Source: an optimization exercise on an open RTL-to-GDS flow (aim: small area, a short achievable clock period and few clock cycles per item). Production flows keep margins and buffers that such runs may drop.
At most, simulation tests tie the RTL to the original design; equivalence was not proved.
Only the layout flow was run in runs 1 to 3; the RTL was not checked for function there.
Power is estimated from default activity; no workload was simulated. The clock port is modelled as an ideal driver; clocking choices that lean on that would not hold on a real chip.

==> flow/design.v <==
module psn_line_decoder (
    input  wire        clk,
    input  wire        rst_n,
    input  wire        in_valid,
    output wire        in_ready,
    input  wire [39:0] in_beat,
    input  wire        in_marked,
    input  wire [3:0]  in_mark_pos,
    output wire        out_valid,
    input  wire        out_ready,
    output wire [31:0] out_data,
    output wire        out_last,
    output wire [2:0]  out_status,
    output wire [3:0]  out_pos
);
    localparam integer RN = 18;           
    localparam integer EX = RN - 2;       
    localparam [2:0] ST_CLEAN     = 3'd0;
    localparam [2:0] ST_CORRECTED = 3'd1;
    localparam [2:0] ST_ERASURE   = 3'd2;
    localparam [2:0] ST_UNCORR    = 3'd3;
    localparam [2:0] ST_POISON    = 3'd4;
    function [3:0] gf_mul;
        input [3:0] a;
        input [3:0] b;
        reg   [6:0] p;
        integer i;
        begin
            p = 7'd0;
            for (i = 0; i < 4; i = i + 1)
                if (b[i]) p = p ^ ({3'd0, a} << i);
            if (p[6]) p = p ^ 7'b1001100;
            if (p[5]) p = p ^ 7'b0100110;
            if (p[4]) p = p ^ 7'b0010011;
            gf_mul = p[3:0];
        end
    endfunction
    function [3:0] locator;
        input [3:0] p;
        begin
            case (p)
                4'd0: locator = 4'hA;  4'd1: locator = 4'h5;  4'd2: locator = 4'hB;
                4'd3: locator = 4'hC;  4'd4: locator = 4'h6;  4'd5: locator = 4'h3;
                4'd6: locator = 4'h8;  4'd7: locator = 4'h4;  4'd8: locator = 4'h2;
                4'd9: locator = 4'h1;
                default: locator = 4'h0;
            endcase
        end
    endfunction
    function [4:0] dec_off;
        input [4:0] s;
        begin
            dec_off = (s == 5'd0) ? RN - 1 : s - 5'd1;
        end
    endfunction
    reg [31:0] r0_d;            
    reg [3:0]  r0_s;            
    reg [31:0] rd [1:RN-1];
    reg [3:0]  rs [1:RN-1];
    reg        in_ready_q;
    wire       wr = in_valid & in_ready_q;
    reg [3:0] s0_in, s1_in;
    integer k;
    always @(*) begin
        s0_in = 4'd0;
        s1_in = 4'd0;
        for (k = 0; k < 10; k = k + 1) begin
            s0_in = s0_in ^ in_beat[4*k +: 4];
            s1_in = s1_in ^ gf_mul(in_beat[4*k +: 4], locator(k[3:0]));
        end
    end
    integer i;
    always @(posedge clk) begin
        if (in_ready_q) begin
            r0_d <= in_beat[31:0];
            r0_s <= s0_in;
        end else begin
            r0_d <= rd[RN-1];
            r0_s <= rs[RN-1];
        end
        rd[1] <= r0_d;
        rs[1] <= r0_s;
        for (i = 2; i < RN; i = i + 1) begin
            rd[i] <= rd[i-1];
            rs[i] <= rs[i-1];
        end
    end
    reg        q_v;
    reg [3:0]  q_s1;            
    reg        q_mk;
    reg [3:0]  q_mp;
    always @(posedge clk) begin
        q_s1 <= s1_in;
        q_mk <= in_marked;
        q_mp <= in_mark_pos;
        q_first <= (bcnt == 4'd0);
        q_last  <= (bcnt == 4'd15);
    end
    reg [3:0]  bcnt;            
    reg        q_first, q_last;  
    reg [9:0]  f_good;          
    reg        f_clean;
    reg        f_poison;
    reg [9:0]  b_good;
    reg [3:0]  r_m;
    reg [3:0]  lm;
    integer p;
    always @(*) begin
        for (p = 0; p < 10; p = p + 1)
            b_good[p] = ((q_s1 ^ gf_mul(locator(p[3:0]), r0_s)) == 4'd0);
        lm  = locator(q_mp);
        r_m = q_s1 ^ gf_mul(lm, r0_s);
    end
    wire b_clean  = (r0_s == 4'd0) && (q_s1 == 4'd0);
    wire b_poison = q_mk ? (r_m == 4'h2) : (r0_s == 4'h0 && q_s1 == 4'h2);
    wire       first = q_first;
    wire [9:0] n_good   = (first ? 10'h3FF : f_good) & b_good;
    wire       n_clean  = (first | f_clean)  & b_clean;
    wire       n_poison = (first | f_poison) & b_poison;
    wire       n_eras   = (first | f_good[q_mp]) & (r_m == 4'd0);
    reg [2:0] dec_st;
    reg [3:0] dec_fp;
    always @(*) begin
        dec_st = ST_UNCORR;
        dec_fp = 4'hF;
        if (n_poison) begin
            dec_st = ST_POISON;
            dec_fp = q_mk ? q_mp : 4'hF;
        end else if (!q_mk) begin
            if (n_clean) begin
                dec_st = ST_CLEAN;
            end else if (|n_good) begin
                dec_st = ST_CORRECTED;
                dec_fp = {n_good[8] | n_good[9],
                          n_good[4] | n_good[5] | n_good[6] | n_good[7],
                          n_good[2] | n_good[3] | n_good[6] | n_good[7],
                          n_good[1] | n_good[3] | n_good[5] | n_good[7] | n_good[9]};
            end
        end else if (n_eras) begin
            dec_st = ST_ERASURE;
            dec_fp = q_mp;
        end
    end
    reg        pend_v;
    reg [2:0]  pend_st;
    reg [3:0]  pend_fp;
    reg [4:0]  wr_off;
    reg [4:0]  rd_off;
    reg [4:0]  count;           
    reg [3:0]  rd_idx;          
    reg        a_v;
    reg [31:0] a_d;
    reg        a_last;
    reg [2:0]  a_st;
    reg [3:0]  a_pos;
    reg [3:0]  a_fp;
    wire       ext_ok = (rd_off == 5'd0) && (count != 5'd0) && (pend_v || rd_idx != 4'd0);
    wire       a_load = !a_v || out_ready;
    wire       ext    = ext_ok && a_load;
    wire [2:0] x_st = (rd_idx == 4'd0) ? pend_st : a_st;
    wire [3:0] x_fp = (rd_idx == 4'd0) ? pend_fp : a_fp;
    reg [31:0] x_mask;
    integer n;
    always @(*) begin
        for (n = 0; n < 8; n = n + 1)
            x_mask[4*n +: 4] = (x_fp == n) ? rs[EX] : 4'd0;
    end
    wire       inc = wr & ~ext;
    wire       dec = ext & ~wr;
    wire [4:0] count_p1 = count + 5'd1;
    wire [4:0] count_m1 = count - 5'd1;
    wire       c_eq0  = (count == 5'd0);
    wire       c_eq1  = (count == 5'd1);
    wire       c_eqf1 = (count == RN - 1);
    wire       c_eqf  = (count == RN);
    wire       full_n = (c_eqf1 & inc) | (c_eqf & ~dec);
    wire       zero_n = (c_eq0 & ~inc) | (c_eq1 & dec);
    wire       slot_n = wr | (wr_off == 5'd1);
    wire       in_ready_n = ~full_n & (slot_n | zero_n);
    always @(posedge clk) begin
        if (!rst_n) begin
            q_v        <= 1'b0;
            bcnt       <= 4'd0;
            pend_v     <= 1'b0;
            wr_off     <= 5'd0;
            rd_off     <= 5'd0;
            count      <= 5'd0;
            rd_idx     <= 4'd0;
            a_v        <= 1'b0;
            in_ready_q <= 1'b1;
        end else begin
            q_v <= wr;
            if (inc)
                count <= count_p1;
            else if (dec)
                count <= count_m1;
            wr_off <= wr ? 5'd0 : dec_off(wr_off);
            if (wr && count == 5'd0)
                rd_off <= RN - 2;
            else if (!ext)
                rd_off <= dec_off(rd_off);
            in_ready_q <= in_ready_n;
            if (wr)
                bcnt <= bcnt + 4'd1;
            if (q_v && q_last)
                pend_v <= 1'b1;
            else if (ext && rd_idx == 4'd0)
                pend_v <= 1'b0;
            if (a_load)
                a_v <= ext_ok;
            if (ext)
                rd_idx <= rd_idx + 4'd1;
        end
    end
    always @(posedge clk) begin
        if (q_v) begin
            f_good   <= n_good;
            f_clean  <= n_clean;
            f_poison <= n_poison;
            if (q_last) begin
                pend_st <= dec_st;
                pend_fp <= dec_fp;
            end
        end
        if (ext) begin
            a_last <= (rd_idx == 4'd15);
            a_st   <= x_st;
            a_pos  <= (x_st == ST_CORRECTED || x_st == ST_ERASURE) ? x_fp : 4'hF;
            a_fp   <= x_fp;
        end
        if (a_load)
            a_d <= rd[EX] ^ x_mask;
    end
    assign in_ready   = in_ready_q;
    assign out_valid  = a_v;
    assign out_data   = a_d;
    assign out_last   = a_last;
    assign out_status = a_st;
    assign out_pos    = a_pos;
endmodule
==> flow/flow/run.sh <==
#!/bin/bash
# The standard layout (standard.sh, unchanged synthesis, floorplan, power grid and
# routing) with two settings passed to the ORFS scripts:
#  - the ports are buffered with sky130_fd_sc_hd__buf_2 instead of the default cell
#    (clkdlybuf4s50_1, a delay cell), still one buffer per input and output port;
#  - clock tree synthesis without dummy loads, with the sink clustering of config.mk.
# standard.sh's full output goes to standard.log in the work folder; ORFS's own logs
# stay under orfs/logs.
set -euo pipefail
export BUFFER_PORTS_ARGS="-buffer_cell sky130_fd_sc_hd__buf_2"
export CTS_ARGS="-sink_clustering_enable -repair_clock_nets -sink_clustering_size 30 -sink_clustering_max_diameter 80 -dont_use_dummy_load"
bash standard.sh > standard.log 2>&1
==> flow/standard.sh <==
#!/bin/bash
# synth_recipe.tcl (not shown) runs the flow's synth.tcl, then flattens the netlist and writes it again
# the make line also repeats each setting of config.mk as NAME=value (left out here)
make -C /OpenROAD-flow-scripts/flow DESIGN_CONFIG=/design/flow/config.mk WORK_HOME=/design/flow/orfs CLKGATE_MAP_FILE= SYNTH_SCRIPT=/design/flow/synth_recipe.tcl "${@:-finish}"
==> flow/config.mk <==
export PLATFORM = sky130hd
export DESIGN_NAME = psn_line_decoder
export DESIGN_NICKNAME = psn_line_decoder
export VERILOG_FILES = /design/flow/design.v
export SDC_FILE = /design/flow/constraint.sdc
export NUM_CORES = 4
export LEC_CHECK = 0
export CAP_MARGIN = 10
export CORE_MARGIN = 2
export CORE_UTILIZATION = 40
export CTS_CLUSTER_DIAMETER = 80
export CTS_CLUSTER_SIZE = 30
export PLACE_DENSITY = 0.75
export SETUP_SLACK_MARGIN = 4.3
export SLEW_MARGIN = 10
==> flow/constraint.sdc <==
create_clock -name core_clock -period 7.0 [get_ports {clk}]
set_input_delay 1.4000 -clock core_clock [delete_from_list [all_inputs] [get_ports {clk}]]
set_output_delay 1.4000 -clock core_clock [all_outputs]
set_load 0.01 [all_outputs]
==> results of run 1 <==
==> routing by layer <==
| metal | part of all wire [%] | vias to the layer above |
|---|---|---|
| met3 | 3.9 | 48 |
| met1 | 48 | 4318 |
| li1 | - | 4435 |
| met2 | 46 | 151 |
| met5 | 0.12 | - |
| met4 | 2.0 | 6 |
==> placed cells by master, fill, tap and decap left out, types with 7 or more instances in the layout <==
cell / synthesis / final
a21oi_1: 15 / 13
and2_1: 13 / 12
buf_2: 8 / 90
buf_4: 0 / 16
clkbuf_16: 0 / 30
dfxtp_1: 690 / 680
edfxtp_1: 63 / 63
ha_1: 21 / 17
inv_1: 23 / 21
mux2_2: 34 / 34
mux2i_1: 10 / 9
nand2_1: 84 / 84
nand3_1: 10 / 10
nor2_1: 42 / 39
nor2b_1: 8 / 7
or3_1: 13 / 13
xnor2_1: 124 / 123
xor2_1: 37 / 37
==> critical path: stages (launching register included) <==
cell and delay, ns:
dfxtp_4 0.41, inv_6 0.04, ha_4 0.29, xor3_1 0.24
or4_4 0.56, a211oi_4 0.31, a2111oi_4 0.08, a311o_1 0.33
o22a_1 0.20
==> layout make-up <==
class	instances	area share, %
timing repair buffer	107	2.64
timing repair inverter	1	0.0227
multi-input combinational	508	18.3
antenna	1	0.0114
inverter	24	0.460
clock buffer	30	3.41
tap	664	3.77
sequential	753	71.4
==> where the power goes <==
part	leakage, nW	total [W]	switching (W)	internal (W)
combinational	1.99	0.00158	0.000824	0.000752
clock	0.370	0.00193	0.00117	0.000767
sequential	6.44	0.00598	0.000488	0.00549
==> registers in the layout, summed over array words and instances, names as in the netlist, 3 cells and up <==
name     flops
rd_off       5
pend_fp      4
a_d         32
q_s1         4
f_good      10
q_mp         4
wr_off       5
rs          68
rd_idx       4
a_fp         4
a_pos        4
lm           4
pend_st      3
r0_s         4
a_st         3
bcnt         4
r0_d        32
rd         544
count        5
==> logic make-up after synthesis <==
group / Yosys count
buf+inv: 53
compound gates: 63
mux: 45
fa+ha+maj: 21
flops: 753
xor+xnor: 168
simple gates: 210
==> synthesized netlist by cell type (all sizes together), types with 3 or more instances <==
cell type	count	area [sq um]
nor3	6	30.0
nor3b	3	27.5
or2	4	25.0
edfxtp	63	1890
and2	13	81.3
nand2	84	315
nand2b	4	25.0
a21boi	4	30.0
or3	13	81.3
a2111oi	4	92.6
dfxtp	690	13800
and3	5	31.3
nand3	10	50.1
xor3	3	71.3
buf	10	62.6
nand4	5	31.3
inv	24	90.1
clkbuf	19	71.3
nor2b	8	50.1
nor2	42	158
o21ai	8	40.0
o22ai	4	25.0
or4	4	33.8
ha	21	263
mux2i	10	100
xor2	37	324
xnor3	4	90.1
xnor2	124	1090
a211oi	7	65.1
mux2	34	383
a21oi	15	75.1
o22a	3	26.3
==> worst max path at each step <==
stage	end	slack [ns]	cells past startpoint
final	pend_fp[2]	4.31	8
after global routing	a_d[7]	4.23	8
after CTS	pend_fp[2]	4.29	7
after detailed placement	count[2]	3.08	7
after global placement	count[3]	3.12	8
after floorplan	count[3]	3.65	11
==> metrics by stage <==
step | instances | cell area [sq um] | hold slack (ns) | setup slack, ns | total power [W]
4_1_cts | 2081 | 21900 | 0.250 | 4.29 | 0.00951
3_3_place_gp | 2040 | 21000 | 0.310 | 3.12 | 0.00746
2_1_floorplan | 1313 | 19900 | 0.310 | 3.65 | 0.00704
3_5_place_dp | 2040 | 21000 | 0.312 | 3.08 | 0.00752
6_report | 2088 | 22000 | 0.258 | 4.31 | 0.00949
5_1_grt | 2087 | 22000 | 0.253 | 4.23 | 0.00992
==> repair_timing <==
| action | CTS | global route |
|---|---|---|
| setup buffers | 10 | 5 |
| cloned | 1 | 1 |
| setup endpoints to repair | 56 | 32 |
| resized for setup | 16 | 10 |
| endpoints found under the hold margin | 0 | 0 |
| pin swaps | 3 | 2 |
==> impl_metrics.tcl, run 1 <==
set metrics [dict create \
    globalplace.congestion 0.790 \
    die_area_sq_mm 0.0513 \
    drtAntennaViolNets 0 \
    layout-drive-gt1-share_pct 15.4 \
    multi_input_area_sq_mm 0.00402 \
    hold-path-endpoint "rd[9][7]" \
    boundaryPins 91 \
    cts_tree "built" \
    min_delay_path_depth 0 \
    number_of_enable_type_register_cells_in_the_synthesized_netlist 63 \
    postSynth.asyncResetShare_pct 0 \
    met1_usage_pct 18.7 \
    synthesis.area_sq_mm 0.0198 \
    number_of_antenna_violations_at_the_first_check_in_global_routing 4 \
    grt_most_used_layer "met2" \
    filler_cell_count 4282 \
    fin_nets 1495 \
    synth_xor_xnor_area_share_pct 7.94 \
    vias 8958 \
    setup_repair_after_global_routing_missed_its_margin "yes" \
    worst_setup_hold_path_clk_slew_ns 0.11 \
    synthSimpleGateAreaFrac_pct 5.12 \
    vdd_drop_max_uv 208 \
    grtUsageTotal_pct 13.3 \
    worstPathRequired_ns 7.32 \
    floorplan.core_area_sq_mm 0.0488 \
    worst_hold_path_type "register to register" \
    gr-usage-met3_pct 2.32 \
    worstReg2RegStart "r0_s[0]" \
    cts_root_buffer_type "clkbuf_16" \
    area_growth_syn_to_layout_pct 11.3 \
    final_period_minus_worst_setup_slack_ns 2.69 \
    fp.dieH_microns 226 \
    clock_tree.htree_level_count 1 \
    synth.mux.area_fraction_pct 2.55 \
    ys_flop_type "dfxtp_1" \
    numCtsBuffers 30 \
    ff_latch_area_sq_mm 0.0157 \
    startpoint_type "register" \
    count_of_final_max_slew_check_failures 0 \
    synth_compound_gate_area_share_pct 2.57 \
    fin_skew_ns 0.125 \
    run_status "no timing/DRC/antenna violations" \
    postRouteWirelength_microns 34100 \
    post-dp-hpwl_microns 22800 \
    io_buffer_count 90 \
    timing.critical_path.to_type "register" \
    r2r-end "pend_fp[2]" \
    timing.hold.worst.start "rd[8][7]" \
    grt_first_pass_wirelength_microns 52000 \
    synth-adder-area-share_pct 1.33 \
    slew_headroom_pct 36.1 \
    power_density_mw_per_mm2 431 \
    cts_buffer_depth 3 \
    grt.met2_usage_pct 21.6 \
    wl_per_cell_microns 16.3 \
    reg2regPathDepth 8 \
    detail_route.iter0.violations 590 \
    critical_path_peak_fanout 4 \
    power.static_leakage_nw 8.80 \
    cap_viol_max_count 0 \
    setup_viol 0 \
    postSynthRegisterBits 753 \
    tns_ns 0 \
    worst-r2r-setup-slack_ns 4.31 \
    die_w_microns 226 \
    ctsHoldBuffers 0 \
    synth.yosys.seq_area_share_pct 79.4 \
    placementRows 81 \
    ys_types 60 \
    worst_skew_pair.late_latency_ns 0.63 \
    synth_cells 1313 \
    syn_area_per_cell_sq_um 15.1 \
    cp_data_arrival_time_ns 3.01 \
    final_hold_viol_count 0 \
    fraction_of_the_core_area_covered_by_cells_at_the_end_of_the_flow_pct 45.1 \
    cts_sinks 753 \
    initial_core_util_pct 40.5 \
    synth.net_count 1383 \
    drt-vias-per-instance 4.29 \
    startpoint "r0_s[0]" \
    final_cycle_share_pct 38.4 \
    maximum_number_of_pins_on_one_net_before_global_route_repair 41 \
    largest_family_of_logic_cells_by_synthesized_area "XOR/XNOR gates" \
    post-route-drc-count 0 \
    first_global_vias 9106 \
    transition_time_at_the_pin_with_the_least_slew_margin_ns 0.953 \
    detailedRoute.firstPassIterationCount 5 \
    grt_overflow 0 \
    timing.setup.critical_path_class "register to register" \
    fmax_mhz 372 \
    synth.yosys.warnings 3 \
]
==> run 2, diff against run 1 <==
--- a/flow/config.mk
+++ b/flow/config.mk
@@ -10,6 +10,6 @@
 export CORE_UTILIZATION = 40
 export CTS_CLUSTER_DIAMETER = 80
 export CTS_CLUSTER_SIZE = 30
-export PLACE_DENSITY = 0.75
 export SETUP_SLACK_MARGIN = 4.3
 export SLEW_MARGIN = 10
+export TNS_END_PERCENT = 30
==> impl_metrics.tcl, run 2 <==
set metrics [dict create \
    synthesis.area_sq_mm 0.0198 \
    drtAntennaViolNets 0 \
    crit_path_end "a_d[7]" \
    cap_viol_max_count 0 \
    r2r-end "a_d[7]" \
    largest_register_ffs 544 \
    cts_tree "built" \
    cts_buffer_depth 3 \
    regs_by_ff_count "rd: 544 flops, rs: 68 flops" \
    final_hold_viol_count 0 \
    worst_setup_hold_path_clk_slew_ns 0.11 \
    ys_top_cells_by_count "dfxtp_1 (690), xnor2_1 (124), nand2_1 (84), edfxtp_1 (63), nor2_1 (42)" \
    clock_tree.htree_level_count 1 \
    power_density_mw_per_mm2 430 \
    cts_root_buffer_type "clkbuf_16" \
    worst-r2r-setup-slack_ns 4.33 \
    die_w_microns 226 \
    die_area_sq_mm 0.0513 \
    n_antenna_cell 0 \
    fin_nets 1495 \
    worstReg2RegStart "rd_idx[0]" \
    ys_types 60 \
    count_of_final_max_slew_check_failures 0 \
    io_buffer_count 90 \
    maximum_number_of_pins_on_one_net_before_global_route_repair 43 \
    worstPathRequired_ns 7.31 \
    transition_time_at_the_pin_with_the_least_slew_margin_ns 0.830 \
    synth.yosys.warnings 3 \
    vias 8942 \
    timing.setup.critical_path_class "register to register" \
    worst_hold_path_type "register to register" \
    setup_viol 0 \
    power.static_leakage_nw 8.79 \
    layout-drive-gt1-share_pct 15.8 \
    most_common_cell_after_layout_fill_and_taps_aside "dfxtp_1" \
    grtUsageTotal_pct 12.9 \
    fp.dieH_microns 226 \
    synth_top_cell_by_area "dfxtp_1" \
    ctsHoldBuffers 0 \
    top_cells_by_area_synth "dfxtp_1 (70%), edfxtp_1 (9.6%), xnor2_1 (5.5%), mux2_2 (1.9%), xor2_1 (1.6%)" \
    grt_overflow 0 \
    netlist.area_leader.share_pct 69.8 \
    first_global_vias 8906 \
    postSynth.asyncResetShare_pct 0 \
    numCtsBuffers 31 \
    final_cycle_share_pct 38.2 \
    fin_skew_ns 0.0463 \
    report.power.total_w 0.00948 \
    ys_flop_type "dfxtp_1" \
    floorplan.core_area_sq_mm 0.0488 \
    worst_skew_pair.late_latency_ns 0.61 \
    synth.yosys.seq_area_share_pct 79.4 \
    mostFrequentLayoutCells "dfxtp_1 (680), xnor2_1 (121), buf_2 (90), nand2_1 (84), edfxtp_1 (63)" \
    drt-vias-per-instance 4.28 \
    final_period_minus_worst_setup_slack_ns 2.67 \
    number_of_enable_type_register_cells_in_the_synthesized_netlist 63 \
    placementRows 81 \
    synth_cells 1313 \
    postSynthRegisterBits 753 \
    post-route-drc-count 0 \
    cts_sinks 753 \
    critical_path_peak_fanout 8 \
    post-dp-hpwl_microns 21900 \
    startpoint "rd_idx[0]" \
    synth_most_common_cell "dfxtp_1" \
    startpoint_type "register" \
    postRouteWirelength_microns 32900 \
    initial_core_util_pct 40.5 \
    number_of_antenna_violations_at_the_first_check_in_global_routing 2 \
    fmax_mhz 374 \
    vdd_drop_max_uv 213 \
    wl_per_cell_microns 15.8 \
    area_growth_syn_to_layout_pct 11.4 \
    synth.net_count 1383 \
    register_with_the_most_flip_flops "rd" \
    detail_route.iter0.violations 413 \
    detailedRoute.firstPassIterationCount 4 \
    setup_repair_after_global_routing_missed_its_margin "yes" \
    syn_area_per_cell_sq_um 15.1 \
    reg2regPathDepth 8 \
    cp_data_arrival_time_ns 2.98 \
    grt_first_pass_wirelength_microns 50200 \
    slew_headroom_pct 44.4 \
    run_status "no timing/DRC/antenna violations" \
    tns_ns 0 \
    timing.critical_path.to_type "register" \
    boundaryPins 91 \
    globalplace.congestion 0.819 \
]
==> run 2: cell counts after synthesis <==
Identical to the previous run, type by type.
==> run 2: logic make-up after synthesis <==
family / share of synthesized area, %
compound gates: 2.57
xor+xnor: 7.94
fa+ha+maj: 1.33
buf+inv: 1.13
flops: 79.4
mux: 2.55
simple gates: 5.12
==> run 2: through the flow <==
step | util [%] | area (sq um) | std cells | hold WS [ns] | setup WS (ns)
after floorplan | - | 19900 | 1313 | 0.310 | 3.65
after global placement | 43.0 | 21000 | 2039 | 0.310 | 3.17
after detailed placement | 43.0 | 21000 | 2039 | 0.312 | 3.11
after CTS | 45.0 | 22000 | 2082 | 0.288 | 4.28
after global routing | 45.1 | 22000 | 2087 | 0.292 | 4.18
final | 45.1 | 22000 | 2087 | 0.293 | 4.33
==> run 2: critical path, stage by stage, from the launching register on <==
cell and delay (ns):
dfxtp_1 0.34, inv_1 0.09, ha_1 0.17, or3b_2 0.57, mux2i_1 0.26, or2_2 0.34
nor2_1 0.27, nand2_1 0.14, xnor2_2 0.20
==> run 2: repair_timing <==
item | in CTS | in global routing
gates resized for setup | 19 | 12
gates cloned | 2 | 0
endpoints found under the setup margin | 48 | 40
pin swaps | 4 | 4
buffers inserted | 10 | 5
endpoints found under the hold margin | 0 | 0
==> run 2: metal layers <==
layer  GRT usage (%)  share of wire (%)  vias to the layer above  routed length, microns
li1                -                  -                     4439                       -
met1            17.8                 48                     4306                   15700
met2            21.0                 46                      138                   15100
met3            2.03                3.5                       55                    1150
met4            3.86                2.9                        4                     940
met5               0              0.070                        -                      23
==> run 2: worst min path at each step <==
stage,from,endpoint,slack (ns),cells past startpoint
2_1_floorplan,rd[9][0],rd[10][0],0.31,0
3_3_place_gp,rd[10][17],rd[11][17],0.31,0
3_5_place_dp,rd[15][13],rd[16][13],0.31,0
4_1_cts,rs[10][2],rs[11][2],0.29,0
5_1_grt,rs[10][2],rs[11][2],0.29,0
6_report,rs[10][2],rs[11][2],0.29,0
==> run 2: final cells by class <==
class	instances	area [sq um]
fillers	4352	26800
flip-flops and latches	753	15700
multi-input cells	508	4020
well taps	664	831
clock buffers	31	776
repair buffers	106	578
inverters	24	101
repair inverters	1	5.00
==> run 2: report_power, final <==
part	total (W)	internal (W)	leakage, nW	switching, W
logic	0.00157	0.000753	1.97	0.000814
registers	0.00595	0.00549	6.44	0.000458
clock network	0.00197	0.000791	0.382	0.00117
total	0.00948	0.00703	8.79	0.00245
==> run 3, diff against run 2 <==
--- a/flow/config.mk
+++ b/flow/config.mk
@@ -10,6 +10,5 @@
 export CORE_UTILIZATION = 40
 export CTS_CLUSTER_DIAMETER = 80
 export CTS_CLUSTER_SIZE = 30
-export SETUP_SLACK_MARGIN = 4.3
+export SETUP_SLACK_MARGIN = 4.4
 export SLEW_MARGIN = 10
-export TNS_END_PERCENT = 30
==> impl_metrics.tcl, run 3 <==
set metrics [dict create \
    cp.depth 7 \
    synth_cells 1313 \
    worst-r2r-setup-slack_ns 4.37 \
    r2r-end "pend_fp[2]" \
    worstReg2RegStart "r0_s[2]" \
    die_w_microns 226 \
    setup_viol 0 \
    detail_route.iter0.violations 426 \
    power.static_leakage_nw 8.91 \
    grt_overflow 0 \
    slew_headroom_pct 48.8 \
    layout-drive-gt1-share_pct 17.7 \
    postSynth.asyncResetShare_pct 0 \
    regs_by_ff_count "rd: 544 flops, rs: 68 flops" \
    run_status "no timing/DRC/antenna violations" \
    synthesis.area_sq_mm 0.0198 \
    reg2regPathDepth 7 \
    final_hold_viol_count 0 \
    tns_ns 0 \
    globalplace.congestion 0.817 \
    area_growth_syn_to_layout_pct 12.9 \
    synth.net_count 1383 \
    setup_repair_after_global_routing_missed_its_margin "yes" \
    number_of_enable_type_register_cells_in_the_synthesized_netlist 63 \
    worstPathRequired_ns 7.30 \
    synth.yosys.warnings 3 \
    cts_buffer_depth 3 \
    report.power.total_w 0.00972 \
    mostFrequentLayoutCells "dfxtp_1 (680), xnor2_1 (121), buf_2 (90), nand2_1 (83), edfxtp_1 (63)" \
    timing.critical_path.to_type "register" \
    placed_cells_incl_taps 2039 \
    timing.critical_path.cells "buf_4 > xor3_1 > or4_4 > a211oi_4 > a2111oi_4 > a311o_1 > o22a_1" \
    most_common_cell_after_layout_fill_and_taps_aside "dfxtp_1" \
    ys_flop_type "dfxtp_1" \
    netlist.area_leader.share_pct 69.8 \
    boundaryPins 91 \
    power_density_mw_per_mm2 435 \
    wl_per_cell_microns 16.1 \
    die_area_sq_mm 0.0513 \
    synth_most_common_cell "dfxtp_1" \
    placementRows 81 \
    cap_viol_max_count 0 \
    grt_first_pass_wirelength_microns 52200 \
    crit_path_end "pend_fp[2]" \
    register_with_the_most_flip_flops "rd" \
    drtAntennaViolNets 0 \
    drt-vias-per-instance 4.32 \
    ys_top_cells_by_count "dfxtp_1 (690), xnor2_1 (124), nand2_1 (84), edfxtp_1 (63), nor2_1 (42)" \
    cp_data_arrival_time_ns 2.93 \
    final_period_minus_worst_setup_slack_ns 2.63 \
    fin_nets 1511 \
    ys_types 60 \
    fraction_of_the_core_area_covered_by_cells_at_the_end_of_the_flow_pct 45.7 \
    startpoint_type "register" \
    timing.setup.critical_path_class "register to register" \
    number_of_antenna_violations_at_the_first_check_in_global_routing 4 \
    whs_ns 0.286 \
    clock_tree.htree_level_count 2 \
    critPathTopFamily "compound AO/OA/AOI/OAI gates" \
    first_global_vias 9188 \
    critical_path_peak_fanout 6 \
    worst_skew_pair.late_latency_ns 0.58 \
    floorplan.core_area_sq_mm 0.0488 \
    worst_hold_path_type "register to register" \
    fp.dieH_microns 226 \
    largest_register_ffs 544 \
    synth_top_cell_by_area "dfxtp_1" \
    top_cells_by_area_synth "dfxtp_1 (70%), edfxtp_1 (9.6%), xnor2_1 (5.5%), mux2_2 (1.9%), xor2_1 (1.6%)" \
    cts_tree "built" \
    post-dp-hpwl_microns 22200 \
    worst_setup_hold_path_clk_slew_ns 0.10 \
    fmax_mhz 380 \
    vdd_drop_max_uv 207 \
    postSynthRegisterBits 753 \
    initial_core_util_pct 40.5 \
    count_of_final_max_slew_check_failures 0 \
    post-route-drc-count 0 \
    cts_root_buffer_type "clkbuf_16" \
    finalNonFillerCells 2105 \
    startpoint "r0_s[2]" \
    critPathSlowestCell "xor3_1" \
    numCtsBuffers 34 \
    timing.critical_path.buf_inv 1 \
    io_buffer_count 90 \
    final_cycle_share_pct 37.6 \
    fin_skew_ns 0.0797 \
    vias 9087 \
    synth.yosys.seq_area_share_pct 79.4 \
    postRouteWirelength_microns 34000 \
    cts_sinks 753 \
    maximum_number_of_pins_on_one_net_before_global_route_repair 41 \
    critical_path.max_stage_delay_ns 0.44 \
    syn_area_per_cell_sq_um 15.1 \
    grtUsageTotal_pct 13.6 \
    ctsHoldBuffers 0 \
    transition_time_at_the_pin_with_the_least_slew_margin_ns 0.760 \
    detailedRoute.firstPassIterationCount 5 \
]
-- run 3: how the worst min path moves through the flow --
stage,to,from,slack (ns),depth (start not counted)
finish,rs[8][3],rs[7][3],0.29,0
CTS,rs[8][3],rs[7][3],0.29,0
global route,rs[8][3],rs[7][3],0.29,0
floorplan,rd[10][0],rd[9][0],0.31,0
detailed placement,rd[12][26],rd[11][26],0.31,0
global placement,rd[10][18],rd[9][18],0.31,0
-- run 3: where the power goes --
group	leakage (nW)	internal, W	total (W)	switching (W)
logic	2.05	0.000829	0.00169	0.000862
clock network	0.419	0.000876	0.00208	0.00120
registers	6.44	0.00549	0.00595	0.000462
-- run 3: what timing repair did --
item	4_1_cts	5_1_grt
buffers inserted	14	14
gates resized for setup	33	24
pin swaps	10	11
endpoints found under the setup margin	83	50
gates cloned	2	0
-- run 3: cell families after synthesis --
| group | after synthesis | share of synthesized area, % |
|---|---|---|
| AO/OA/AOI/OAI | 63 | 2.57 |
| multiplexers | 45 | 2.55 |
| AND/OR/NAND/NOR | 210 | 5.12 |
| adder cells (fa/ha/maj) | 21 | 1.33 |
| XOR/XNOR | 168 | 7.94 |
| buffers and inverters | 53 | 1.13 |
| flip-flops | 753 | 79.4 |
-- run 3: cell type report --
| class | instances | area, sq um |
|---|---|---|
| well taps | 664 | 831 |
| multi-input cells | 508 | 4130 |
| inverters | 24 | 101 |
| repair inverters | 1 | 7.51 |
| repair buffers | 119 | 684 |
| flip-flops and latches | 753 | 15700 |
| clock buffers | 34 | 851 |
| fillers | 4378 | 26500 |
| diodes | 2 | 5.00 |
-- run 3: per-layer routing --
metal  vias to the layer above  track usage (%)  share of wire [%]
met4                         4             6.09                4.0
met3                        67             2.49                4.0
li1                       4468                -                  -
met1                      4390             18.2                 47
met5                         -                0              0.077
met2                       158             21.6                 45
-- run 3: stage by stage --
step / instance area, sq um / worst slack [ns]
2_1_floorplan: 19900 / 3.65
3_3_place_gp: 21000 / 3.16
3_5_place_dp: 21000 / 3.07
4_1_cts: 22100 / 4.34
5_1_grt: 22300 / 4.32
6_report: 22300 / 4.37
==> run 4, diff against run 3 <==
--- a/flow/design.v
+++ b/flow/design.v
@@ -117,7 +117,13 @@
     wire [9:0] n_good   = (first ? 10'h3FF : f_good) & b_good;
     wire       n_clean  = (first | f_clean)  & b_clean;
     wire       n_poison = (first | f_poison) & b_poison;
-    wire       n_eras   = (first | f_good[q_mp]) & (r_m == 4'd0);
+    reg        n_eras;          
+    integer e;
+    always @(*) begin
+        n_eras = 1'b0;
+        for (e = 0; e < 10; e = e + 1)
+            if (q_mp == e) n_eras = n_good[e];
+    end
     reg [2:0] dec_st;
     reg [3:0] dec_fp;
     always @(*) begin
--- a/flow/config.mk
+++ b/flow/config.mk
@@ -7,8 +7,8 @@
 export LEC_CHECK = 0
 export CAP_MARGIN = 10
 export CORE_MARGIN = 2
-export CORE_UTILIZATION = 40
+export CORE_UTILIZATION = 55
 export CTS_CLUSTER_DIAMETER = 80
 export CTS_CLUSTER_SIZE = 30
-export SETUP_SLACK_MARGIN = 4.4
+export SETUP_SLACK_MARGIN = 4.3
 export SLEW_MARGIN = 10
==> impl_metrics.tcl, run 4 <==
set metrics [dict create \
    grtUsageTotal_pct 17.3 \
    worstPathRequired_ns 5.60 \
    most_common_cell_after_layout_fill_and_taps_aside "dfxtp_1" \
    mostFrequentLayoutCells "dfxtp_1 (677), xnor2_1 (130), buf_2 (90), nand2_1 (75), edfxtp_1 (63)" \
    floorplan.core_area_sq_mm 0.0355 \
    layout-drive-gt1-share_pct 16.8 \
    die_area_sq_mm 0.0375 \
    setup_viol 0 \
    number_of_antenna_violations_at_the_first_check_in_global_routing 5 \
    switch_pwr_w 0.00249 \
    wl_per_cell_microns 17.2 \
    cts_tree "built" \
    area_growth_syn_to_layout_pct 10.8 \
    dpl_worst_slack_ns 3.50 \
    ys_types 67 \
    critical_path.max_stage_delay_ns 0.55 \
    setup_repair_after_global_routing_missed_its_margin "yes" \
    synth.yosys.seq_area_share_pct 79.4 \
    run_status "no timing/DRC/antenna violations" \
    drtAntennaViolNets 0 \
    syn_area_per_cell_sq_um 14.9 \
    synth_most_common_cell "dfxtp_1" \
    critical_path_peak_fanout 3 \
    largest_family_of_logic_cells_by_synthesized_area "XOR/XNOR gates" \
    placementRows 69 \
    io_buffer_count 90 \
    globalplace.congestion 0.863 \
    ys_flop_type "dfxtp_1" \
    synth_cells 1327 \
    synth_compound_gate_area_share_pct 2.62 \
    cts_sinks 753 \
    boundaryPins 91 \
    fmax_mhz 367 \
    p_int_w 0.00706 \
    die_w_microns 194 \
    timing.critical_path.to_type "primary output" \
    final_cycle_share_pct 38.9 \
    power.sequential.fraction_pct 62.2 \
    power.combinational.fraction_pct 17.5 \
    postRouteWirelength_microns 32900 \
    count_of_final_max_slew_check_failures 0 \
    cap_viol_max_count 0 \
    worst_hold_path_type "register to register" \
    first_global_vias 8789 \
    worst_skew_pair.late_latency_ns 0.61 \
    synth.net_count 1395 \
    cts_root_buffer_type "clkbuf_16" \
    fp.dieH_microns 194 \
    drt-vias-per-instance 4.73 \
    netlist.area_leader.share_pct 69.8 \
    timing.critical_path.buf_inv 1 \
    switching_power_share_of_the_total_pct 26.1 \
    power.static_leakage_nw 8.82 \
    fin_nets 1514 \
    clkPwrFrac_pct 20.3 \
    post-route-drc-count 0 \
    grt_overflow 0 \
    postSynthRegisterBits 753 \
    top_cells_by_area_synth "dfxtp_1 (70%), edfxtp_1 (9.6%), xnor2_1 (5.9%), mux2_2 (2.1%), xor2_1 (1.5%)" \
    detailedRoute.firstPassIterationCount 4 \
    register_with_the_most_flip_flops "rd" \
    initial_core_util_pct 55.7 \
    numCtsBuffers 30 \
    vdd_drop_max_uv 333 \
    startpoint_type "register" \
    final_period_minus_worst_setup_slack_ns 2.72 \
    number_of_enable_type_register_cells_in_the_synthesized_netlist 63 \
    synthesis.area_sq_mm 0.0198 \
    worst_setup_hold_path_clk_slew_ns 0.11 \
    regs_by_ff_count "rd: 544 flops, rs: 68 flops" \
    worst-r2r-setup-slack_ns 4.38 \
    transition_time_at_the_pin_with_the_least_slew_margin_ns 0.685 \
    synth-adder-area-share_pct 1.20 \
    critPathSlowestCell "dfxtp_1" \
    post-dp-hpwl_microns 21600 \
    cp_data_arrival_time_ns 1.32 \
    detail_route.iter0.violations 390 \
    timing.critical_path.cells "buf_2" \
    timing.setup.critical_path_class "register to primary output" \
    fraction_of_the_core_area_covered_by_cells_at_the_end_of_the_flow_pct 61.8 \
    postSynth.asyncResetShare_pct 0 \
    synth_top_cell_by_area "dfxtp_1" \
    largest_register_ffs 544 \
    synth.mux.area_fraction_pct 2.68 \
    synthSimpleGateAreaFrac_pct 4.74 \
    setup_ws_ns 4.28 \
    grt_first_pass_wirelength_microns 50100 \
    critPathTopFamily "flip-flops" \
    final_hold_viol_count 0 \
    vias 9008 \
    tns_ns 0 \
    ys_top_cells_by_count "dfxtp_1 (690), xnor2_1 (133), nand2_1 (76), edfxtp_1 (63), nor2_1 (50)" \
    cts_buffer_depth 3 \
    synth.yosys.warnings 3 \
    filler_cell_count 2716 \
    synth_xor_xnor_area_share_pct 7.96 \
    slew_headroom_pct 54.3 \
    maximum_number_of_pins_on_one_net_before_global_route_repair 39 \
    fin_skew_ns 0.0782 \
    power_density_mw_per_mm2 436 \
    clock_tree.htree_level_count 1 \
]
[run 4: changes by cell type after synthesis, sizes merged, moves of 7 or more]
cell	previous run	this run
or3	13	6
o21ai	8	18
nand2	84	76
clkbuf	19	10
nor3	6	17
nor2	42	50
inv	24	34
a21oi	15	22
buf	10	18
and2	13	4
xnor2	124	135
[run 4: worst reg2reg max path, cell delays in order (launching register included)]
cell and delay [ns]:
dfxtp_4 0.37, inv_4 0.04, ha_4 0.29, xor3_1 0.24
or4_4 0.55, a211o_1 0.31, o2111ai_2 0.08, o211ai_2 0.13
o221ai_4 0.21, a31oi_1 0.11
[run 4: cells by family after synthesis]
| family | Yosys count |
|---|---|
| muxes | 47 |
| AOI/OAI and AO/OA | 75 |
| xor gates and xnor gates | 173 |
| and+or+nand+nor | 197 |
| adders and majority gates | 19 |
| buffers and inverters | 63 |
| DFF | 753 |
[run 4: final timing paths]
check            from          to  cells past startpoint
max reg2reg   r0_s[0]  pend_fp[3]                      9
min          rs[8][0]    rs[9][0]                      0
max               a_v   out_valid                      1
min reg2reg  rs[8][0]    rs[9][0]                      0
[run 4: per-layer routing]
| layer | GRT usage [%] | part of all wire (%) | vias up |
|---|---|---|---|
| met1 | 24.1 | 47 | 4269 |
| met4 | 5.57 | 3.4 | 6 |
| met3 | 3.13 | 3.8 | 65 |
| met2 | 27.7 | 45 | 162 |
| li1 | - | - | 4506 |
| met5 | 0 | 0.12 | - |
[run 4: through the flow]
stage | power [W] | std cells | hold slack, ns | instance area (sq um)
2_1_floorplan | 0.00708 | 1327 | 0.310 | 19900
3_3_place_gp | 0.00749 | 1852 | 0.310 | 20800
3_5_place_dp | 0.00752 | 1852 | 0.312 | 20800
4_1_cts | 0.00951 | 1890 | 0.261 | 21600
5_1_grt | 0.0100 | 1905 | 0.263 | 21900
6_report | 0.00955 | 1906 | 0.266 | 21900
[run 4: layout make-up]
class / instances / area [sq um] / area share, %
inverters: 35 / 149 / 0.679
diodes: 1 / 2.50 / 0.0114
repair buffers: 113 / 631 / 2.88
clock buffers: 30 / 751 / 3.43
repair inverters: 1 / 8.76 / 0.0400
multi-input cells: 512 / 4060 / 18.5
flip-flops and latches: 753 / 15700 / 71.8
well taps: 461 / 577 / 2.63
[run 4: power groups by stage]
| stage | clock, W | combinational (W) | sequential (W) |
|---|---|---|---|
| finish | 0.00194 | 0.00167 | 0.00594 |
| global placement | 0 | 0.00143 | 0.00606 |
| global route | 0.00214 | 0.00185 | 0.00606 |
| detailed placement | 0 | 0.00143 | 0.00609 |
| CTS | 0.00199 | 0.00156 | 0.00595 |
| floorplan | 0 | 0.00130 | 0.00578 |
[run 4: repair_timing]
action / in CTS / in global routing
endpoints found under the setup margin: 22 / 42
hold buffers: 0 / 0
cloned: 0 / 2
pin swaps: 2 / 9
resized for setup: 16 / 35
buffers inserted: 8 / 13
Testbench counts of run 4, summed over its fixed seeds: cycles 23,148, lines 1,440.
==> run 5, diff against run 4 <==
--- a/flow/config.mk
+++ b/flow/config.mk
@@ -7,7 +7,7 @@
 export LEC_CHECK = 0
 export CAP_MARGIN = 10
 export CORE_MARGIN = 2
-export CORE_UTILIZATION = 55
+export CORE_UTILIZATION = 40
 export CTS_CLUSTER_DIAMETER = 80
 export CTS_CLUSTER_SIZE = 30
 export SETUP_SLACK_MARGIN = 4.3
==> impl_metrics.tcl, run 5 <==
set metrics [dict create \
    run_status "no timing/DRC/antenna violations" \
    final_design_area_no_fill_sq_mm 0.0224 \
    floorplan.core_area_sq_mm 0.0488 \
    fp.dieH_microns 226 \
    most_common_cell_after_layout_fill_and_taps_aside "dfxtp_1" \
    critPathSlowestCell "edfxtp_1" \
    layout-drive-gt1-share_pct 17.5 \
    area_growth_syn_to_layout_pct 13.1 \
    post-dp-hpwl_microns 22700 \
    postSynth.asyncResetShare_pct 0 \
    cts_buffer_depth 3 \
    critPathTopFamily "flip-flops" \
    wl_per_cell_microns 16.6 \
    startpoint "a_d[15]" \
    vdd_drop_max_uv 172 \
    drt-vias-per-instance 4.30 \
    report.power.total_w 0.00977 \
    cap_viol_max_count 0 \
    ys_flop_type "dfxtp_1" \
    n_antenna_cell 0 \
    route.top_layer_used "met5" \
    drt-met1-wl_microns 16200 \
    synth.yosys.warnings 3 \
    placementRows 81 \
    synthesis.area_sq_mm 0.0198 \
    cts_sinks 753 \
    placed_cells_incl_taps 2055 \
    drtAntennaViolNets 0 \
    final_hold_viol_count 0 \
    critical_path_peak_fanout 1 \
    postSynthRegisterBits 753 \
    fin_nets 1523 \
    count_of_final_max_slew_check_failures 0 \
    numCtsBuffers 34 \
    number_of_enable_type_register_cells_in_the_synthesized_netlist 63 \
    ys_top_cells_by_count "dfxtp_1 (690), xnor2_1 (133), nand2_1 (76), edfxtp_1 (63), nor2_1 (50)" \
    synth.net_count 1395 \
    maximum_number_of_pins_on_one_net_before_global_route_repair 31 \
    worstReg2RegStart "rd_idx[1]" \
    cts_tree "built" \
    number_of_antenna_violations_at_the_first_check_in_global_routing 2 \
    timing.hold.worst.start "rs[6][0]" \
    io_buffer_count 90 \
    grt_overflow 0 \
    worst-r2r-setup-slack_ns 4.37 \
    synth_most_common_cell "dfxtp_1" \
    met2_wl_microns 16400 \
    grtUsageTotal_pct 14.0 \
    detailedRoute.firstPassIterationCount 4 \
    synth.yosys.seq_area_share_pct 79.4 \
    synth_cells 1327 \
    worstPathRequired_ns 5.60 \
    initial_core_util_pct 40.5 \
    fmax_mhz 379 \
    mostFrequentLayoutCells "dfxtp_1 (676), xnor2_1 (130), buf_2 (90), nand2_1 (75), edfxtp_1 (63)" \
    regs_by_ff_count "rd: 544 flops, rs: 68 flops" \
    cts_root_buffer_type "clkbuf_16" \
    synth_top_cell_by_area "dfxtp_1" \
    tns_ns 0 \
    placed_instance_area_sq_mm 0.0210 \
    timing.setup.critical_path_class "register to primary output" \
    power_density_mw_per_mm2 436 \
    post-route-drc-count 0 \
    fraction_of_the_core_area_covered_by_cells_at_the_end_of_the_flow_pct 45.8 \
    clock_tree.htree_level_count 2 \
    ys_types 67 \
    globalplace.congestion 0.878 \
    timing.critical_path.to_type "primary output" \
    postRouteWirelength_microns 35100 \
    final_cycle_share_pct 37.7 \
    fin_skew_ns 0.0711 \
    timing.critical_path.buf_inv 1 \
    die_area_sq_mm 0.0512 \
    syn_area_per_cell_sq_um 14.9 \
    netlist.area_leader.share_pct 69.8 \
    setup_repair_after_global_routing_missed_its_margin "yes" \
    setup_viol 0 \
    power.static_leakage_nw 8.94 \
    worst_skew_pair.late_latency_ns 0.57 \
    cp_data_arrival_time_ns 1.24 \
    grt_first_pass_wirelength_microns 53100 \
    worst_hold_path_type "register to register" \
    die_w_microns 226 \
    slew_headroom_pct 53.3 \
    top_cells_by_area_synth "dfxtp_1 (70%), edfxtp_1 (9.6%), xnor2_1 (5.9%), mux2_2 (2.1%), xor2_1 (1.5%)" \
    finalNonFillerCells 2117 \
    final_period_minus_worst_setup_slack_ns 2.64 \
    register_with_the_most_flip_flops "rd" \
    worst_setup_hold_path_clk_slew_ns 0.11 \
    transition_time_at_the_pin_with_the_least_slew_margin_ns 0.700 \
    timing.critical_path.cells "buf_2" \
    first_global_vias 9024 \
    largest_register_ffs 544 \
    vias 9104 \
    startpoint_type "register" \
    detail_route.iter0.violations 452 \
    detailroute.wirelength.met3_microns 1420 \
    ctsHoldBuffers 0 \
    boundaryPins 91 \
    critical_path.max_stage_delay_ns 0.48 \
]
[run 5: cell counts after synthesis]
Identical to the previous run, type by type.
[run 5: kinds of logic after synthesis]
group / count (synthesis) / synth area share [%]
flip-flops: 753 / 79.4
AO/OA/AOI/OAI: 75 / 2.62
buffers and inverters: 63 / 1.42
XOR/XNOR: 173 / 7.96
adder cells (fa/ha/maj): 19 / 1.20
multiplexers: 47 / 2.68
AND/OR/NAND/NOR: 197 / 4.74
[run 5: through the flow]
stage / hold WS (ns) / setup WS, ns
after floorplan: 0.310 / 4.08
after global placement: 0.310 / 3.71
after detailed placement: 0.312 / 3.58
after CTS: 0.279 / 4.22
after global routing: 0.276 / 4.25
final: 0.273 / 4.36
[run 5: worst paths after layout]
check	cells past startpoint	endpoint
max	1	out_data[15]
min	0	rs[7][0]
max reg2reg	11	count[2]
min reg2reg	0	rs[7][0]
[run 5: cell type report]
type	count	area (sq um)
fill	4349	26500
sequential	753	15700
multi-input combinational	512	4050
clock buffer	34	851
tap	664	831
timing repair buffer	118	743
inverter	35	156
timing repair inverter	1	8.76
[run 5: timing repair]
| item | 4_1_cts | 5_1_grt |
|---|---|---|
| resized for setup | 26 | 33 |
| endpoints found under the setup margin | 21 | 43 |
| pin swaps | 9 | 17 |
| endpoints found under the hold margin | 0 | 0 |
| cloned | 3 | 1 |
| buffers inserted | 10 | 14 |
[run 5: per-layer routing]
metal  vias up  track usage [%]
met3        63             2.67
met5         -                0
li1       4516                -
met4         2             4.97
met1      4360             18.4
met2       163             23.0
[run 5: power breakdown]
group | switching, W | internal [W]
clock | 0.00119 | 0.000876
sequential | 0.000478 | 0.00548
combinational | 0.000899 | 0.000840
==> run 6, diff against run 5 <==
--- a/flow/flow/run.sh
+++ b/flow/flow/run.sh
@@ -8,5 +8,5 @@
 # stay under orfs/logs.
 set -euo pipefail
 export BUFFER_PORTS_ARGS="-buffer_cell sky130_fd_sc_hd__buf_2"
-export CTS_ARGS="-sink_clustering_enable -repair_clock_nets -sink_clustering_size 30 -sink_clustering_max_diameter 80 -dont_use_dummy_load"
+export CTS_ARGS="-sink_clustering_enable -repair_clock_nets -sink_clustering_size 25 -sink_clustering_max_diameter 60 -dont_use_dummy_load"
 bash standard.sh > standard.log 2>&1
==> impl_metrics.tcl, run 6 <==
set metrics [dict create \
    layout-drive-gt1-share_pct 18.2 \
    worst_setup_hold_path_clk_slew_ns 0.09 \
    synth.net_count 1395 \
    startpoint_type "input port" \
    postSynth.asyncResetShare_pct 0 \
    worst_hold_path_type "register to register" \
    filler_cell_count 4320 \
    multi_input_area_sq_mm 0.00404 \
    number_of_antenna_violations_at_the_first_check_in_global_routing 2 \
    critical_path_peak_fanout 17 \
    ctsHoldBuffers 0 \
    number_of_enable_type_register_cells_in_the_synthesized_netlist 63 \
    initial_core_util_pct 40.5 \
    power_density_mw_per_mm2 441 \
    setup_viol 0 \
    synthesis.area_sq_mm 0.0198 \
    fp.dieH_microns 226 \
    ff_latch_area_sq_mm 0.0157 \
    die_w_microns 226 \
    synth_cells 1327 \
    timing.setup.critical_path_class "input port to register" \
    die_area_sq_mm 0.0512 \
    whs_ns 0.282 \
    register_with_the_most_flip_flops "rd" \
    critPathTopFamily "simple AND/OR/NAND/NOR gates" \
    grtUsageTotal_pct 14.0 \
    floorplan.core_area_sq_mm 0.0488 \
    tns_ns 0 \
    synth_top_cell_by_area "dfxtp_1" \
    vias 9210 \
    fin_nets 1534 \
    largest_register_ffs 544 \
    synth.yosys.warnings 3 \
    final_period_minus_worst_setup_slack_ns 2.69 \
    cts_root_buffer_type "clkbuf_16" \
    fmax_mhz 371 \
    netlist.area_leader.share_pct 69.8 \
    ys_top_cells_by_count "dfxtp_1 (690), xnor2_1 (133), nand2_1 (76), edfxtp_1 (63), nor2_1 (50)" \
    syn_area_per_cell_sq_um 14.9 \
    globalplace.congestion 0.878 \
    cts_buffer_depth 3 \
    placementRows 81 \
    drtAntennaViolNets 0 \
    mostFrequentLayoutCells "dfxtp_1 (676), xnor2_1 (132), buf_2 (90), nand2_1 (75), edfxtp_1 (63)" \
    worst-r2r-setup-slack_ns 4.34 \
    wl_per_cell_microns 16.5 \
    grt_first_pass_wirelength_microns 53500 \
    cp_data_arrival_time_ns 3.10 \
    critical_path.max_stage_delay_ns 0.51 \
    cap_viol_max_count 0 \
    cts_sinks 753 \
    final_cycle_share_pct 38.5 \
    timing.critical_path.buf_inv 1 \
    ys_types 67 \
    count_of_final_max_slew_check_failures 0 \
    top_cells_by_area_synth "dfxtp_1 (70%), edfxtp_1 (9.6%), xnor2_1 (5.9%), mux2_2 (2.1%), xor2_1 (1.5%)" \
    detail_route.iter0.violations 439 \
    postRouteWirelength_microns 35200 \
    timing.critical_path.cells "buf_2 > nand2b_4 > nand2_8 > ha_4 > or4_4 > a21oi_2 > xnor2_1 > nor2_1" \
    first_global_vias 9121 \
    post-route-drc-count 0 \
    post-dp-hpwl_microns 22700 \
    synth_most_common_cell "dfxtp_1" \
    slew_headroom_pct 50.0 \
    run_status "no timing/DRC/antenna violations" \
    timing.critical_path.to_type "register" \
    worst_skew_pair.late_latency_ns 0.57 \
    final_hold_viol_count 0 \
    numCtsBuffers 43 \
    detailedRoute.firstPassIterationCount 4 \
    regs_by_ff_count "rd: 544 flops, rs: 68 flops" \
    drt-vias-per-instance 4.32 \
    io_buffer_count 90 \
    ys_flop_type "dfxtp_1" \
    report.power.total_w 0.00998 \
    cts_tree "built" \
    grt_overflow 0 \
    power.static_leakage_nw 9.05 \
    maximum_number_of_pins_on_one_net_before_global_route_repair 26 \
    transition_time_at_the_pin_with_the_least_slew_margin_ns 0.743 \
    critPathSlowestCell "or4_4" \
    worstPathRequired_ns 7.41 \
    fraction_of_the_core_area_covered_by_cells_at_the_end_of_the_flow_pct 46.3 \
    clock_tree.htree_level_count 2 \
    boundaryPins 91 \
    setup_repair_after_global_routing_missed_its_margin "yes" \
    postSynthRegisterBits 753 \
    synth.yosys.seq_area_share_pct 79.4 \
    vdd_drop_max_uv 189 \
    most_common_cell_after_layout_fill_and_taps_aside "dfxtp_1" \
    fin_skew_ns 0.0538 \
    area_growth_syn_to_layout_pct 14.4 \
]
run 6: cell count changes in the layout (fill, tap and decap cells not counted), moves of 2 or more:
cell | previous run | this run
xnor2_1 | 130 | 132
nor2_2 | 3 | 5
clkbuf_16 | 34 | 43
nor3_2 | 3 | 1
xnor2_2 | 5 | 3
nor2_1 | 47 | 45
diode_2 | 0 | 2
buf_4 | 22 | 24
run 6: metal layers:
metal,up-vias,GRT usage [%],routed length [microns]
met5,-,0,13
met4,2,4.05,905
met3,68,2.79,1430
met2,154,23.4,16700
met1,4438,18.6,16200
li1,4548,-,-
run 6: path summary, 6_finish.rpt:
kind	cells past startpoint	startpoint	endpoint
hold reg to reg	0	rd[4][28]	rd[5][28]
setup / recovery	8	out_ready	count[3]
hold / removal	0	rd[4][28]	rd[5][28]
setup reg to reg	11	rd_idx[1]	count[3]
run 6: repair_timing:
item,4_1_cts,5_1_grt
gates cloned,3,1
gates resized for setup,23,36
buffers inserted,10,16
pin swaps,3,11
setup endpoints to repair,21,43
run 6: report_power, final:
group	total [W]	leakage (nW)	internal, W	switching (W)
clock network	0.00233	0.530	0.00109	0.00124
registers	0.00596	6.44	0.00548	0.000473
logic	0.00170	2.07	0.000821	0.000875
total	0.00998	9.05	0.00740	0.00259
run 6: metrics by stage:
| step | worst slack, ns | cell area, sq um | instances |
|---|---|---|---|
| floorplan | 4.08 | 19900 | 1327 |
| global placement | 3.71 | 21000 | 2055 |
| detailed placement | 3.58 | 21000 | 2055 |
| CTS | 4.25 | 22300 | 2111 |
| global route | 4.23 | 22600 | 2128 |
| finish | 4.31 | 22600 | 2130 |
run 6: cell type report:
type	count	area share, %
well taps	664	3.67
flip-flops and latches	753	69.6
inverters	35	0.691
multi-input cells	512	17.9
repair buffers	120	3.39
diodes	2	0.0221
clock buffers	43	4.76
repair inverters	1	0.0387
run 6: cell families after synthesis:
kind of cell,count (synthesis),share of synthesized area [%]
xor+xnor,173,7.96
buf+inv,63,1.42
simple gates,197,4.74
fa+ha+maj,19,1.20
compound gates,75,2.62
mux,47,2.68
flops,753,79.4
==> run 7, diff against run 6 <==
==> flow/flow/run.sh (replaced) <==
#!/bin/bash
# The standard layout (standard.sh, unchanged synthesis, floorplan, power grid and
# routing) with two settings passed to the ORFS scripts:
#  - the ports are buffered with sky130_fd_sc_hd__buf_2 instead of the default cell
#    (clkdlybuf4s50_1, a delay cell), still one buffer per input and output port;
#  - clock tree synthesis with the sink clustering of config.mk.
# standard.sh's full output goes to standard.log in the work folder; ORFS's own logs
# stay under orfs/logs.
set -euo pipefail
export BUFFER_PORTS_ARGS="-buffer_cell sky130_fd_sc_hd__buf_2"
export CTS_ARGS="-sink_clustering_enable -repair_clock_nets -sink_clustering_size 30 -sink_clustering_max_diameter 80"
bash standard.sh > standard.log 2>&1
==> impl_metrics.tcl, run 7 <==
set metrics [dict create \
    final_period_minus_worst_setup_slack_ns 2.66 \
    top_cells_by_area_synth "dfxtp_1 (70%), edfxtp_1 (9.6%), xnor2_1 (5.9%), mux2_2 (2.1%), xor2_1 (1.5%)" \
    timing.hold.worst.start "rd[8][2]" \
    drtAntennaViolNets 0 \
    critPathSlowestCell "or4_4" \
    detail_route.iter0.violations 441 \
    globalplace.congestion 0.878 \
    number_of_enable_type_register_cells_in_the_synthesized_netlist 63 \
    timing.critical_path.to_type "register" \
    synthesis.area_sq_mm 0.0198 \
    ctsHoldBuffers 0 \
    report.power.total_w 0.00996 \
    critical_path_peak_fanout 5 \
    drt-vias-per-instance 4.28 \
    io_buffer_count 90 \
    setup_viol 0 \
    post-dp-hpwl_microns 22700 \
    numCtsBuffers 34 \
    synth.yosys.seq_area_share_pct 79.4 \
    critPathTopFamily "compound AO/OA/AOI/OAI gates" \
    worstReg2RegStart "r0_s[0]" \
    startpoint_type "register" \
    worst-r2r-setup-slack_ns 4.34 \
    synth.net_count 1395 \
    run_status "no timing/DRC/antenna violations" \
    synth_top_cell_by_area "dfxtp_1" \
    cap_viol_max_count 0 \
    maximum_number_of_pins_on_one_net_before_global_route_repair 32 \
    fp.dieH_microns 226 \
    min_delay_path_depth 0 \
    synth_cells 1327 \
    initial_core_util_pct 40.5 \
    detailedRoute.firstPassIterationCount 4 \
    worst_setup_hold_path_clk_slew_ns 0.11 \
    mostFrequentLayoutCells "dfxtp_1 (677), xnor2_1 (131), buf_2 (90), nand2_1 (75), edfxtp_1 (63)" \
    ys_top_cells_by_count "dfxtp_1 (690), xnor2_1 (133), nand2_1 (76), edfxtp_1 (63), nor2_1 (50)" \
    wl_per_cell_microns 16.5 \
    boundaryPins 91 \
    worstPathRequired_ns 7.29 \
    worst_skew_pair.late_latency_ns 0.57 \
    layout-drive-gt1-share_pct 17.2 \
    most_common_cell_after_layout_fill_and_taps_aside "dfxtp_1" \
    cp_data_arrival_time_ns 2.95 \
    timing.critical_path.buf_inv 1 \
    synth.yosys.warnings 3 \
    post-route-drc-count 0 \
    ys_types 67 \
    syn_area_per_cell_sq_um 14.9 \
    grtUsageTotal_pct 14.0 \
    power.static_leakage_nw 8.97 \
    ys_flop_type "dfxtp_1" \
    worst_hold_path_type "register to register" \
    area_growth_syn_to_layout_pct 13.7 \
    whs_ns 0.320 \
    grt_first_pass_wirelength_microns 53200 \
    postSynth.asyncResetShare_pct 0 \
    first_global_vias 9028 \
    reg2regPathDepth 9 \
    cts_buffer_depth 3 \
    cts_tree "built" \
    floorplan.core_area_sq_mm 0.0488 \
    slew_headroom_pct 47.0 \
    netlist.area_leader.share_pct 69.8 \
    cts_root_buffer_type "clkbuf_16" \
    setup_repair_after_global_routing_missed_its_margin "yes" \
    postRouteWirelength_microns 35100 \
    register_with_the_most_flip_flops "rd" \
    fmax_mhz 376 \
    regs_by_ff_count "rd: 544 flops, rs: 68 flops" \
    largest_register_ffs 544 \
    number_of_antenna_violations_at_the_first_check_in_global_routing 2 \
    timing.critical_path.cells "inv_4 > ha_4 > xor3_1 > or4_4 > a211o_1 > o2111ai_2 > o211ai_2 > o221ai_4 > a32oi_1" \
    transition_time_at_the_pin_with_the_least_slew_margin_ns 0.788 \
    power_density_mw_per_mm2 443 \
    fin_skew_ns 0.0271 \
    r2r-end "pend_fp[0]" \
    die_w_microns 226 \
    grt_overflow 0 \
    die_area_sq_mm 0.0512 \
    final_hold_viol_count 0 \
    vdd_drop_max_uv 172 \
    synth_most_common_cell "dfxtp_1" \
    critical_path.max_stage_delay_ns 0.55 \
    final_design_area_no_fill_sq_mm 0.0225 \
    placementRows 81 \
    count_of_final_max_slew_check_failures 0 \
    vias 9115 \
    hold-path-endpoint "rd[9][2]" \
    fin_nets 1515 \
    placed_instance_area_sq_mm 0.0210 \
    cts_sinks 753 \
    postSynthRegisterBits 753 \
    timing.setup.critical_path_class "register to register" \
    clock_tree.htree_level_count 2 \
    final_cycle_share_pct 38.0 \
    tns_ns 0 \
]
[run 7: cell counts after synthesis]
No cell type changed its count.
[run 7: worst register-to-register path: stages (launching register included)]
cell       delay (ns)
dfxtp_4          0.39
inv_4            0.04
ha_4             0.28
xor3_1           0.24
or4_4            0.55
a211o_1          0.32
o2111ai_2        0.08
o211ai_2         0.12
o221ai_4         0.22
a32oi_1          0.15
[run 7: worst max-delay path by stage]
stage               depth (start not counted)  slack (ns)          to      start
CTS                                         1        4.19   out_valid        a_v
floorplan                                   7        4.08    count[3]  out_ready
finish                                      9        4.34  pend_fp[0]    r0_s[0]
global route                                9        4.26      a_d[2]  rd_idx[1]
global placement                            7        3.71    count[2]  out_ready
detailed placement                          9        3.58  pend_fp[2]    r0_s[2]
[run 7: metal layers]
| metal | GRT usage, % | vias up | routed length [microns] |
|---|---|---|---|
| met5 | 0 | - | 13 |
| met4 | 4.69 | 2 | 1040 |
| met3 | 2.54 | 60 | 1480 |
| met2 | 23.2 | 178 | 16500 |
| met1 | 18.4 | 4352 | 16000 |
| li1 | - | 4523 | - |
[run 7: cells by family (layout without fill, tap and decap cells)]
group	Yosys count	count (layout)	synth area share, %
other cells	0	1	0
compound gates	75	75	2.62
mux	47	47	2.68
xor+xnor	173	173	7.96
buf+inv	63	200	1.42
fa+ha+maj	19	19	1.20
flops	753	753	79.4
simple gates	197	198	4.74
[run 7: report_power, final]
group          total [W]  internal [W]  switching, W
Clock            0.00229      0.000958       0.00133
Sequential       0.00596       0.00548      0.000476
Combinational    0.00172      0.000826      0.000890
[run 7: timing repair]
action	in CTS	in global routing
pin swaps	4	7
gates resized for setup	24	28
buffers inserted	9	8
gates cloned	3	0
endpoints found under the setup margin	21	43
[run 7: final cells by class]
cell class | instances | area [sq um]
clock buffers | 43 | 885
clock inverters | 11 | 181
diodes | 1 | 2.50
repair buffers | 111 | 671
fillers | 4338 | 26400
inverters | 35 | 153
multi-input cells | 512 | 4030
flip-flops and latches | 753 | 15700
well taps | 664 | 831
[run 7: through the flow]
stage	worst slack, ns	cells	util [%]
3_5_place_dp	3.58	2055	43.0
6_report	4.34	2130	46.1
3_3_place_gp	3.71	2055	43.0
4_1_cts	4.19	2121	45.7
2_1_floorplan	4.08	1327	-
5_1_grt	4.26	2129	46.1

[separate check: timing with driven ports]
In the flow no input, the clock included, has a driving cell. The finished layouts below were timed again as built, in two steps.
Step 1 (the two cells are an assumption about what drives the block):
set clk [get_ports {clk}]
set_driving_cell -lib_cell sky130_fd_sc_hd__clkbuf_16 $clk
set_driving_cell -lib_cell sky130_fd_sc_hd__buf_2 [delete_from_list [all_inputs] $clk]
Step 2 adds t to the input delays and takes it off the output delays; t is the mean of the earliest and latest rising clock arrival at the registers after step 1. Input paths then give back, and output paths get back, about the clock's delay inside the block.
Slacks: ideal ports / drivers / drivers and shift; pairs: ideal ports / drivers.
run | t (ns) | setup WS [ns] | worst setup path after step 2 | clock arrival spread, ns
run 1 | 0.625 | 4.311 / 4.271 / 3.871 | input to register | 0.138 / 0.138
run 2 | 0.632 | 4.328 / 4.279 / 3.892 | input to register | 0.066 / 0.066
run 3 | 0.592 | 4.365 / 4.325 / 3.859 | input to register | 0.098 / 0.098
run 4 | 0.625 | 4.277 / 4.226 / 3.842 | input to register | 0.078 / 0.079
run 5 | 0.583 | 4.363 / 4.310 / 3.870 | input to register | 0.091 / 0.091
run 6 | 0.597 | 4.306 / 4.288 / 3.740 | input to register | 0.083 / 0.084
run 7 | 0.603 | 4.339 / 4.319 / 3.850 | input to register | 0.041 / 0.041
After both steps every run listed still meets setup and hold. The setup slack of run 6, which loses most, moves by -0.018 ns with the drivers and by -0.566 ns with both steps.
